This design comes from an exercise in tuning for small area, a short achievable clock period and few clock cycles per item on the open sky130 flow, not from production work.
Function was checked by simulation only, so behaviour that the tests miss may differ from the original.

## design.v

```verilog
module aes_sbox (
    input  wire [7:0] a,
    output reg  [7:0] y
);
    always @(*) begin
        case (a)
            8'h00: y = 8'h63;
            8'h01: y = 8'h7c;
            8'h02: y = 8'h77;
            8'h03: y = 8'h7b;
            8'h04: y = 8'hf2;
            8'h05: y = 8'h6b;
            8'h06: y = 8'h6f;
            8'h07: y = 8'hc5;
            8'h08: y = 8'h30;
            8'h09: y = 8'h01;
            8'h0a: y = 8'h67;
            8'h0b: y = 8'h2b;
            8'h0c: y = 8'hfe;
            8'h0d: y = 8'hd7;
            8'h0e: y = 8'hab;
            8'h0f: y = 8'h76;
            8'h10: y = 8'hca;
            8'h11: y = 8'h82;
            8'h12: y = 8'hc9;
            8'h13: y = 8'h7d;
            8'h14: y = 8'hfa;
            8'h15: y = 8'h59;
            8'h16: y = 8'h47;
            8'h17: y = 8'hf0;
            8'h18: y = 8'had;
            8'h19: y = 8'hd4;
            8'h1a: y = 8'ha2;
            8'h1b: y = 8'haf;
            8'h1c: y = 8'h9c;
            8'h1d: y = 8'ha4;
            8'h1e: y = 8'h72;
            8'h1f: y = 8'hc0;
            8'h20: y = 8'hb7;
            8'h21: y = 8'hfd;
            8'h22: y = 8'h93;
            8'h23: y = 8'h26;
            8'h24: y = 8'h36;
            8'h25: y = 8'h3f;
            8'h26: y = 8'hf7;
            8'h27: y = 8'hcc;
            8'h28: y = 8'h34;
            8'h29: y = 8'ha5;
            8'h2a: y = 8'he5;
            8'h2b: y = 8'hf1;
            8'h2c: y = 8'h71;
            8'h2d: y = 8'hd8;
            8'h2e: y = 8'h31;
            8'h2f: y = 8'h15;
            8'h30: y = 8'h04;
            8'h31: y = 8'hc7;
            8'h32: y = 8'h23;
            8'h33: y = 8'hc3;
            8'h34: y = 8'h18;
            8'h35: y = 8'h96;
            8'h36: y = 8'h05;
            8'h37: y = 8'h9a;
            8'h38: y = 8'h07;
            8'h39: y = 8'h12;
            8'h3a: y = 8'h80;
            8'h3b: y = 8'he2;
            8'h3c: y = 8'heb;
            8'h3d: y = 8'h27;
            8'h3e: y = 8'hb2;
            8'h3f: y = 8'h75;
            8'h40: y = 8'h09;
            8'h41: y = 8'h83;
            8'h42: y = 8'h2c;
            8'h43: y = 8'h1a;
            8'h44: y = 8'h1b;
            8'h45: y = 8'h6e;
            8'h46: y = 8'h5a;
            8'h47: y = 8'ha0;
            8'h48: y = 8'h52;
            8'h49: y = 8'h3b;
            8'h4a: y = 8'hd6;
            8'h4b: y = 8'hb3;
            8'h4c: y = 8'h29;
            8'h4d: y = 8'he3;
            8'h4e: y = 8'h2f;
            8'h4f: y = 8'h84;
            8'h50: y = 8'h53;
            8'h51: y = 8'hd1;
            8'h52: y = 8'h00;
            8'h53: y = 8'hed;
            8'h54: y = 8'h20;
            8'h55: y = 8'hfc;
            8'h56: y = 8'hb1;
            8'h57: y = 8'h5b;
            8'h58: y = 8'h6a;
            8'h59: y = 8'hcb;
            8'h5a: y = 8'hbe;
            8'h5b: y = 8'h39;
            8'h5c: y = 8'h4a;
            8'h5d: y = 8'h4c;
            8'h5e: y = 8'h58;
            8'h5f: y = 8'hcf;
            8'h60: y = 8'hd0;
            8'h61: y = 8'hef;
            8'h62: y = 8'haa;
            8'h63: y = 8'hfb;
            8'h64: y = 8'h43;
            8'h65: y = 8'h4d;
            8'h66: y = 8'h33;
            8'h67: y = 8'h85;
            8'h68: y = 8'h45;
            8'h69: y = 8'hf9;
            8'h6a: y = 8'h02;
            8'h6b: y = 8'h7f;
            8'h6c: y = 8'h50;
            8'h6d: y = 8'h3c;
            8'h6e: y = 8'h9f;
            8'h6f: y = 8'ha8;
            8'h70: y = 8'h51;
            8'h71: y = 8'ha3;
            8'h72: y = 8'h40;
            8'h73: y = 8'h8f;
            8'h74: y = 8'h92;
            8'h75: y = 8'h9d;
            8'h76: y = 8'h38;
            8'h77: y = 8'hf5;
            8'h78: y = 8'hbc;
            8'h79: y = 8'hb6;
            8'h7a: y = 8'hda;
            8'h7b: y = 8'h21;
            8'h7c: y = 8'h10;
            8'h7d: y = 8'hff;
            8'h7e: y = 8'hf3;
            8'h7f: y = 8'hd2;
            8'h80: y = 8'hcd;
            8'h81: y = 8'h0c;
            8'h82: y = 8'h13;
            8'h83: y = 8'hec;
            8'h84: y = 8'h5f;
            8'h85: y = 8'h97;
            8'h86: y = 8'h44;
            8'h87: y = 8'h17;
            8'h88: y = 8'hc4;
            8'h89: y = 8'ha7;
            8'h8a: y = 8'h7e;
            8'h8b: y = 8'h3d;
            8'h8c: y = 8'h64;
            8'h8d: y = 8'h5d;
            8'h8e: y = 8'h19;
            8'h8f: y = 8'h73;
            8'h90: y = 8'h60;
            8'h91: y = 8'h81;
            8'h92: y = 8'h4f;
            8'h93: y = 8'hdc;
            8'h94: y = 8'h22;
            8'h95: y = 8'h2a;
            8'h96: y = 8'h90;
            8'h97: y = 8'h88;
            8'h98: y = 8'h46;
            8'h99: y = 8'hee;
            8'h9a: y = 8'hb8;
            8'h9b: y = 8'h14;
            8'h9c: y = 8'hde;
            8'h9d: y = 8'h5e;
            8'h9e: y = 8'h0b;
            8'h9f: y = 8'hdb;
            8'ha0: y = 8'he0;
            8'ha1: y = 8'h32;
            8'ha2: y = 8'h3a;
            8'ha3: y = 8'h0a;
            8'ha4: y = 8'h49;
            8'ha5: y = 8'h06;
            8'ha6: y = 8'h24;
            8'ha7: y = 8'h5c;
            8'ha8: y = 8'hc2;
            8'ha9: y = 8'hd3;
            8'haa: y = 8'hac;
            8'hab: y = 8'h62;
            8'hac: y = 8'h91;
            8'had: y = 8'h95;
            8'hae: y = 8'he4;
            8'haf: y = 8'h79;
            8'hb0: y = 8'he7;
            8'hb1: y = 8'hc8;
            8'hb2: y = 8'h37;
            8'hb3: y = 8'h6d;
            8'hb4: y = 8'h8d;
            8'hb5: y = 8'hd5;
            8'hb6: y = 8'h4e;
            8'hb7: y = 8'ha9;
            8'hb8: y = 8'h6c;
            8'hb9: y = 8'h56;
            8'hba: y = 8'hf4;
            8'hbb: y = 8'hea;
            8'hbc: y = 8'h65;
            8'hbd: y = 8'h7a;
            8'hbe: y = 8'hae;
            8'hbf: y = 8'h08;
            8'hc0: y = 8'hba;
            8'hc1: y = 8'h78;
            8'hc2: y = 8'h25;
            8'hc3: y = 8'h2e;
            8'hc4: y = 8'h1c;
            8'hc5: y = 8'ha6;
            8'hc6: y = 8'hb4;
            8'hc7: y = 8'hc6;
            8'hc8: y = 8'he8;
            8'hc9: y = 8'hdd;
            8'hca: y = 8'h74;
            8'hcb: y = 8'h1f;
            8'hcc: y = 8'h4b;
            8'hcd: y = 8'hbd;
            8'hce: y = 8'h8b;
            8'hcf: y = 8'h8a;
            8'hd0: y = 8'h70;
            8'hd1: y = 8'h3e;
            8'hd2: y = 8'hb5;
            8'hd3: y = 8'h66;
            8'hd4: y = 8'h48;
            8'hd5: y = 8'h03;
            8'hd6: y = 8'hf6;
            8'hd7: y = 8'h0e;
            8'hd8: y = 8'h61;
            8'hd9: y = 8'h35;
            8'hda: y = 8'h57;
            8'hdb: y = 8'hb9;
            8'hdc: y = 8'h86;
            8'hdd: y = 8'hc1;
            8'hde: y = 8'h1d;
            8'hdf: y = 8'h9e;
            8'he0: y = 8'he1;
            8'he1: y = 8'hf8;
            8'he2: y = 8'h98;
            8'he3: y = 8'h11;
            8'he4: y = 8'h69;
            8'he5: y = 8'hd9;
            8'he6: y = 8'h8e;
            8'he7: y = 8'h94;
            8'he8: y = 8'h9b;
            8'he9: y = 8'h1e;
            8'hea: y = 8'h87;
            8'heb: y = 8'he9;
            8'hec: y = 8'hce;
            8'hed: y = 8'h55;
            8'hee: y = 8'h28;
            8'hef: y = 8'hdf;
            8'hf0: y = 8'h8c;
            8'hf1: y = 8'ha1;
            8'hf2: y = 8'h89;
            8'hf3: y = 8'h0d;
            8'hf4: y = 8'hbf;
            8'hf5: y = 8'he6;
            8'hf6: y = 8'h42;
            8'hf7: y = 8'h68;
            8'hf8: y = 8'h41;
            8'hf9: y = 8'h99;
            8'hfa: y = 8'h2d;
            8'hfb: y = 8'h0f;
            8'hfc: y = 8'hb0;
            8'hfd: y = 8'h54;
            8'hfe: y = 8'hbb;
            8'hff: y = 8'h16;
            default: y = 8'h00;
        endcase
    end
endmodule
module aes_pipe (
    input  wire         clk,
    input  wire         rst,         
    input  wire         in_valid,
    output wire         in_ready,
    input  wire         in_key256,   
    input  wire [255:0] in_key,
    input  wire [127:0] in_block,
    output reg          out_valid,
    output reg  [127:0] out_block
);
    function [7:0] xtime(input [7:0] b);
        xtime = {b[6:0], 1'b0} ^ (b[7] ? 8'h1b : 8'h00);
    endfunction
    function [31:0] mix_column(input [31:0] c);
        reg [7:0] a0, a1, a2, a3;
        begin
            a0 = c[31:24];
            a1 = c[23:16];
            a2 = c[15:8];
            a3 = c[7:0];
            mix_column[31:24] = xtime(a0) ^ xtime(a1) ^ a1 ^ a2 ^ a3;
            mix_column[23:16] = a0 ^ xtime(a1) ^ xtime(a2) ^ a2 ^ a3;
            mix_column[15:8]  = a0 ^ a1 ^ xtime(a2) ^ xtime(a3) ^ a3;
            mix_column[7:0]   = xtime(a0) ^ a0 ^ a1 ^ a2 ^ xtime(a3);
        end
    endfunction
    reg         busy;
    reg         key256;
    reg [3:0]   round;       
    reg [7:0]   rcon;        
    reg [127:0] state;
    reg [127:0] ka;          
    reg [127:0] kb;          
    assign in_ready = !busy;
    wire accept     = in_valid && in_ready;
    wire last_round = key256 ? (round == 4'd14) : (round == 4'd10);
    wire [127:0] sub;
    genvar gi;
    generate
        for (gi = 0; gi < 16; gi = gi + 1) begin : g_sbox
            aes_sbox u_sbox (
                .a (state[127 - 8*gi -: 8]),
                .y (sub[127 - 8*gi -: 8])
            );
        end
    endgenerate
    wire [127:0] shifted;
    generate
        for (gi = 0; gi < 16; gi = gi + 1) begin : g_shift
            localparam integer SRC = (gi % 4) + 4 * (((gi / 4) + (gi % 4)) % 4);
            assign shifted[127 - 8*gi -: 8] = sub[127 - 8*SRC -: 8];
        end
    endgenerate
    wire [127:0] mixed = {mix_column(shifted[127:96]), mix_column(shifted[95:64]),
                          mix_column(shifted[63:32]),  mix_column(shifted[31:0])};
    wire [127:0] round_out = (last_round ? shifted : mixed) ^ kb;
    wire [31:0] kb_w3 = kb[31:0];
    wire [31:0] sub_in = (key256 && round[0] == 1'b0) ? kb_w3
                                                      : {kb_w3[23:0], kb_w3[31:24]};
    wire [31:0] sub_w;
    generate
        for (gi = 0; gi < 4; gi = gi + 1) begin : g_ksbox
            aes_sbox u_sbox (
                .a (sub_in[31 - 8*gi -: 8]),
                .y (sub_w[31 - 8*gi -: 8])
            );
        end
    endgenerate
    wire [31:0]  t_word   = (key256 && round[0] == 1'b0) ? sub_w
                                                         : sub_w ^ {rcon, 24'h0};
    wire [127:0] base     = key256 ? ka : kb;
    wire [31:0]  n0       = base[127:96] ^ t_word;
    wire [31:0]  n1       = base[95:64]  ^ n0;
    wire [31:0]  n2       = base[63:32]  ^ n1;
    wire [31:0]  n3       = base[31:0]   ^ n2;
    wire [127:0] next_key = {n0, n1, n2, n3};
    wire [31:0] ik_w3  = in_key[159:128];
    wire [31:0] ik_rot = {ik_w3[23:0], ik_w3[31:24]};
    wire [31:0] ik_sub;
    generate
        for (gi = 0; gi < 4; gi = gi + 1) begin : g_isbox
            aes_sbox u_sbox (
                .a (ik_rot[31 - 8*gi -: 8]),
                .y (ik_sub[31 - 8*gi -: 8])
            );
        end
    endgenerate
    wire [31:0]  i0      = in_key[255:224] ^ ik_sub ^ 32'h01000000;
    wire [31:0]  i1      = in_key[223:192] ^ i0;
    wire [31:0]  i2      = in_key[191:160] ^ i1;
    wire [31:0]  i3      = in_key[159:128] ^ i2;
    wire [127:0] rk1_128 = {i0, i1, i2, i3};
    always @(posedge clk) begin
        if (rst) begin
            busy      <= 1'b0;
            out_valid <= 1'b0;
        end else begin
            out_valid <= 1'b0;
            if (accept) begin
                busy      <= 1'b1;
            end else if (busy && last_round) begin
                busy      <= 1'b0;
                out_valid <= 1'b1;
            end
        end
    end
    always @(posedge clk) begin
        if (accept) begin
            key256 <= in_key256;
            round  <= 4'd1;
            state  <= in_block ^ in_key[255:128];
            ka     <= in_key[255:128];
            kb     <= in_key256 ? in_key[127:0] : rk1_128;
            rcon   <= in_key256 ? 8'h01 : 8'h02;
        end else if (busy) begin
            round  <= round + 4'd1;
            state  <= round_out;
            ka     <= kb;
            kb     <= next_key;
            if (!key256 || round[0] == 1'b1)
                rcon <= xtime(rcon);
        end
    end
    always @(posedge clk) begin
        if (busy && last_round)
            out_block <= round_out;
    end
endmodule
```

## run.sh

```bash
#!/bin/bash
# synth_recipe.tcl (not shown) runs the flow's synth.tcl, then flattens the netlist and writes it again
# the make line also repeats each setting of config.mk as NAME=value (left out here)
make -C /OpenROAD-flow-scripts/flow DESIGN_CONFIG=/design/flow/config.mk WORK_HOME=/design/flow/orfs CLKGATE_MAP_FILE= SYNTH_SCRIPT=/design/flow/synth_recipe.tcl finish
```

## config.mk

```make
export PLATFORM = sky130hd
export DESIGN_NAME = aes_pipe
export DESIGN_NICKNAME = aes_pipe
export VERILOG_FILES = /design/flow/design.v
export SDC_FILE = /design/flow/constraint.sdc
export NUM_CORES = 4
export LEC_CHECK = 0
export CAP_MARGIN = 20
export CORE_MARGIN = 2
export CORE_UTILIZATION = 20
export PLACE_DENSITY = 0.25
export SLEW_MARGIN = 20
```

## constraint.sdc

```tcl
create_clock -name core_clock -period 8.0 [get_ports {clk}]
set_input_delay 1.6000 -clock core_clock [delete_from_list [all_inputs] [get_ports {clk}]]
set_output_delay 1.6000 -clock core_clock [all_outputs]
set_load 0.01 [all_outputs]
```

==> flow_summary.toml <==
[die]
start_util_pct = 20.04
num_rows = 285
io_pins = 518
die_w_um = 780.4
core_area_mm2 = 0.6016
die_h_um = 780.4
die-area_mm2 = 0.6090

[drt]
first_iter_violations = 19190
dr.pass1.iters = 9
route.vias.total = 151700
ant_nets = 0
drt-vias-per-instance = 5.991
wl_per_cell_um = 40.10
drc = 0
wirelength_um = 1015000

[timing]
max_slew_margin_pct = 15.06
fin_crit_sh_pct = 81.12
finClkSkew_ns = 0.06174
slew_viol_final = 0
fmaxAchievable_ghz = 0.1541
holdWs_ns = 0.5320
setup_violations = 0
worst_slack_ns = 1.511
rsz0062_at_grt = "no"
final_hold_viol_count = 0
setup_tns_ns = 0
tightest_slew_ns = 1.265
period_minus_slack_ns = 6.489

[yosys]
synth_area_mm2 = 0.1206
ys_seq_elements = 655
ys_seq_area_share_pct = 15.20
ys.flop_type = "edfxtp_1"
syn_inst = 17450
synth.avg_cell_area_um2 = 6.909
synth_edf_count = 521
async_reset_ff_share_pct = 0
yosys_warnings = 2
synth_cell_types = 121
synth_nets = 18180

[setup_path]
worst_path_max_delay_cell = "ha_1"
required_ns = 8.70
cpLargestDelayFamily = "compound AO/OA/AOI/OAI gates"
path_class = "reg -> reg"
start_kind = "register"
crit_chain = "nor2b_4 -> buf_4 -> mux2_4 -> inv_2 -> ha_1 -> a211oi_1 -> buf_4 -> a211o_1 -> o311a_1 -> o21ai_0 -> a21oi_1 -> a211oi_1 -> a21oi_1 -> xnor2_2 -> xnor3_1 -> a221o_1"
cp.depth = 16
cp_num_buf_inv = 3
path_max_fanout = 25
cp_data_arrival_time_ns = 7.19
cp-end-kind = "register"
slowest_delay_ns = 0.66
r2r_slack_ns = 1.51
worstRegToRegCells = 16

[place]
place_ws_ns = 1.196
port_buffers = 517
place_congestion = 0.9874
dp.cells = 25060
place_hpwl_um = 776900

[cells_and_area]
seq_area_mm2 = 0.01834
fin_util_pct = 23.38
multiInputGateArea_mm2 = 0.09431
area_growth_pct = 16.64
final_common_cell = "nand2_1"
nets = 17870
layout.cells.non_filler = 25320
mostFrequentLayoutCells = "nand2_1 (2168), nor2_1 (1685), o21ai_0 (1633), a21oi_1 (1539), buf_4 (1013)"
fillers = 68090
drive_above_1_share_pct = 10.20

[clocking]
cts-hold-fix-buffers = 0
root_buffer = "clkbuf_16"
postCtsSetupBuffers = 0
ctsResizeCount = 0
cts_tree = "yes"
ctsLongestPathBuffers = 4
path_clk_slew_ns = 0.06
cts_max_level = 3
cts_made_buffers = 114
cts_sinks = 655
clock_latency_ns = 0.96

[grt]
grt_antenna_before_repair = 83
overflow = 0
grt_max_degree = 88
grtUsageTotal_pct = 31.66
grt_first_pass_wirelength_um = 1365000
grt_pass1_vias = 145400

[min_path]
holdCritPathClass = "reg -> reg"
hold_depth = 2

[run_status]
status = "no timing/DRC/antenna violations"

[flow_run]
max_cap_viol_count = 0
-- synthesized netlist by cell type, drive strengths merged, types with 70 or more instances --
library cell | count | share of area (%)
inv | 178 | 0.55
a21o | 109 | 0.68
nor2 | 1701 | 5.3
xor2 | 332 | 2.5
a2111oi | 92 | 0.67
o21a | 74 | 0.46
dfxtp | 134 | 2.2
o22ai | 197 | 1.0
o311ai | 228 | 1.7
o2111ai | 118 | 0.86
edfxtp | 521 | 13
xnor3 | 134 | 2.5
o31ai | 145 | 0.91
a21oi | 1573 | 6.6
nand4 | 84 | 0.44
ha | 345 | 3.6
a32oi | 74 | 0.54
nor4 | 89 | 0.49
a211oi | 474 | 3.0
xnor2 | 610 | 4.5
nand3 | 526 | 2.2
nor2b | 89 | 0.46
mux4 | 94 | 1.8
mux2i | 281 | 2.4
and2 | 125 | 0.65
buf | 806 | 3.2
nand2b | 165 | 0.86
o21ai | 1699 | 7.1
nand2 | 2176 | 6.8
a22oi | 75 | 0.47
a211o | 70 | 0.51
nor3 | 567 | 2.4
a31oi | 397 | 2.1
clkbuf | 1178 | 3.7
and3 | 103 | 0.53
o211ai | 399 | 2.5
a221oi | 157 | 1.1
o221ai | 157 | 1.1
a311oi | 254 | 1.8
-- final timing paths --
path	from	end
hold / removal	round[1]$_SDFFE_PP0P_	round[1]$_SDFFE_PP0P_
setup / recovery	key256$_DFFE_PP_	kb[22]$_DFFE_PN_
setup reg to reg	key256$_DFFE_PP_	kb[22]$_DFFE_PN_
hold reg to reg	round[1]$_SDFFE_PP0P_	round[1]$_SDFFE_PP0P_
-- registers in the layout, summed over array words and instances, names as in the netlist --
register / flops
busy: 1
g_sbox.u_sbox.y: 128
ka: 128
kb: 128
key256: 1
out_block: 128
out_valid: 1
rcon: 8
round: 4
state: 128
-- stage by stage --
step	instance area (µm²)
after CTS	140500
after global placement	136700
after floorplan	120600
final	140600
after detailed placement	136800
after global routing	140600
-- per-layer routing --
metal  track usage, %  share of wire (%)  wire length (µm)
met1            42.05                 43            435200
met2            49.58                 44            448400
met3            4.244                6.4             65270
met4            17.20                6.5             66450
met5                0              0.015               151
-- final cells by class --
type	count	area share [%]
Sequential cell	655	13.04
Multi-Input combinational cell	14620	67.06
Antenna cell	55	0.09787
Tap cell	8036	7.150
Clock inverter	55	0.4387
Clock buffer	151	2.192
Inverter	190	0.5232
Timing Repair Buffer	1559	9.493
-- tightest hold or removal path, stage by stage, from the launching register on --
cell     delay [ns]
dfxtp_1        0.34
nand2_1        0.06
o21ai_0        0.07
-- cells by family after synthesis --
family	Yosys count	share of synthesized area, %
adders and majority gates	345	3.581
xor gates and xnor gates	1096	9.884
muxes	439	4.749
AOI/OAI and AO/OA	6826	37.20
and+or+nand+nor	5915	21.88
buffers and inverters	2174	7.498
DFF	655	15.20
Testbench counts, summed over its fixed seeds: cycles 16,724, items 1,280.

==> what the ideal ports hide <==
No port has a modelled driver above. Below, the same layout with a new extraction and two added sets of constraints. Step 1: set_driving_cell puts a clkbuf_16 on clk and a buf_2 on each other input, an assumption about the parent block. Step 2 moves the port delays by t, midway between the first and last clock arrival at a register: inputs arrive t later, outputs are due t later. That takes back most of the time a late clock gives input paths. Three values: no drivers, after step 1, after step 2; two values: the first two.
shift t [ns]: 1.046
setup slack, ns: 1.511 / 1.511 / 0.836
hold slack, ns: 0.532 / 0.532 / 0.532
After both steps setup and hold are still met in this run. The setup slack of this run moves by 0.000 ns with the drivers and by -0.675 ns with both steps.
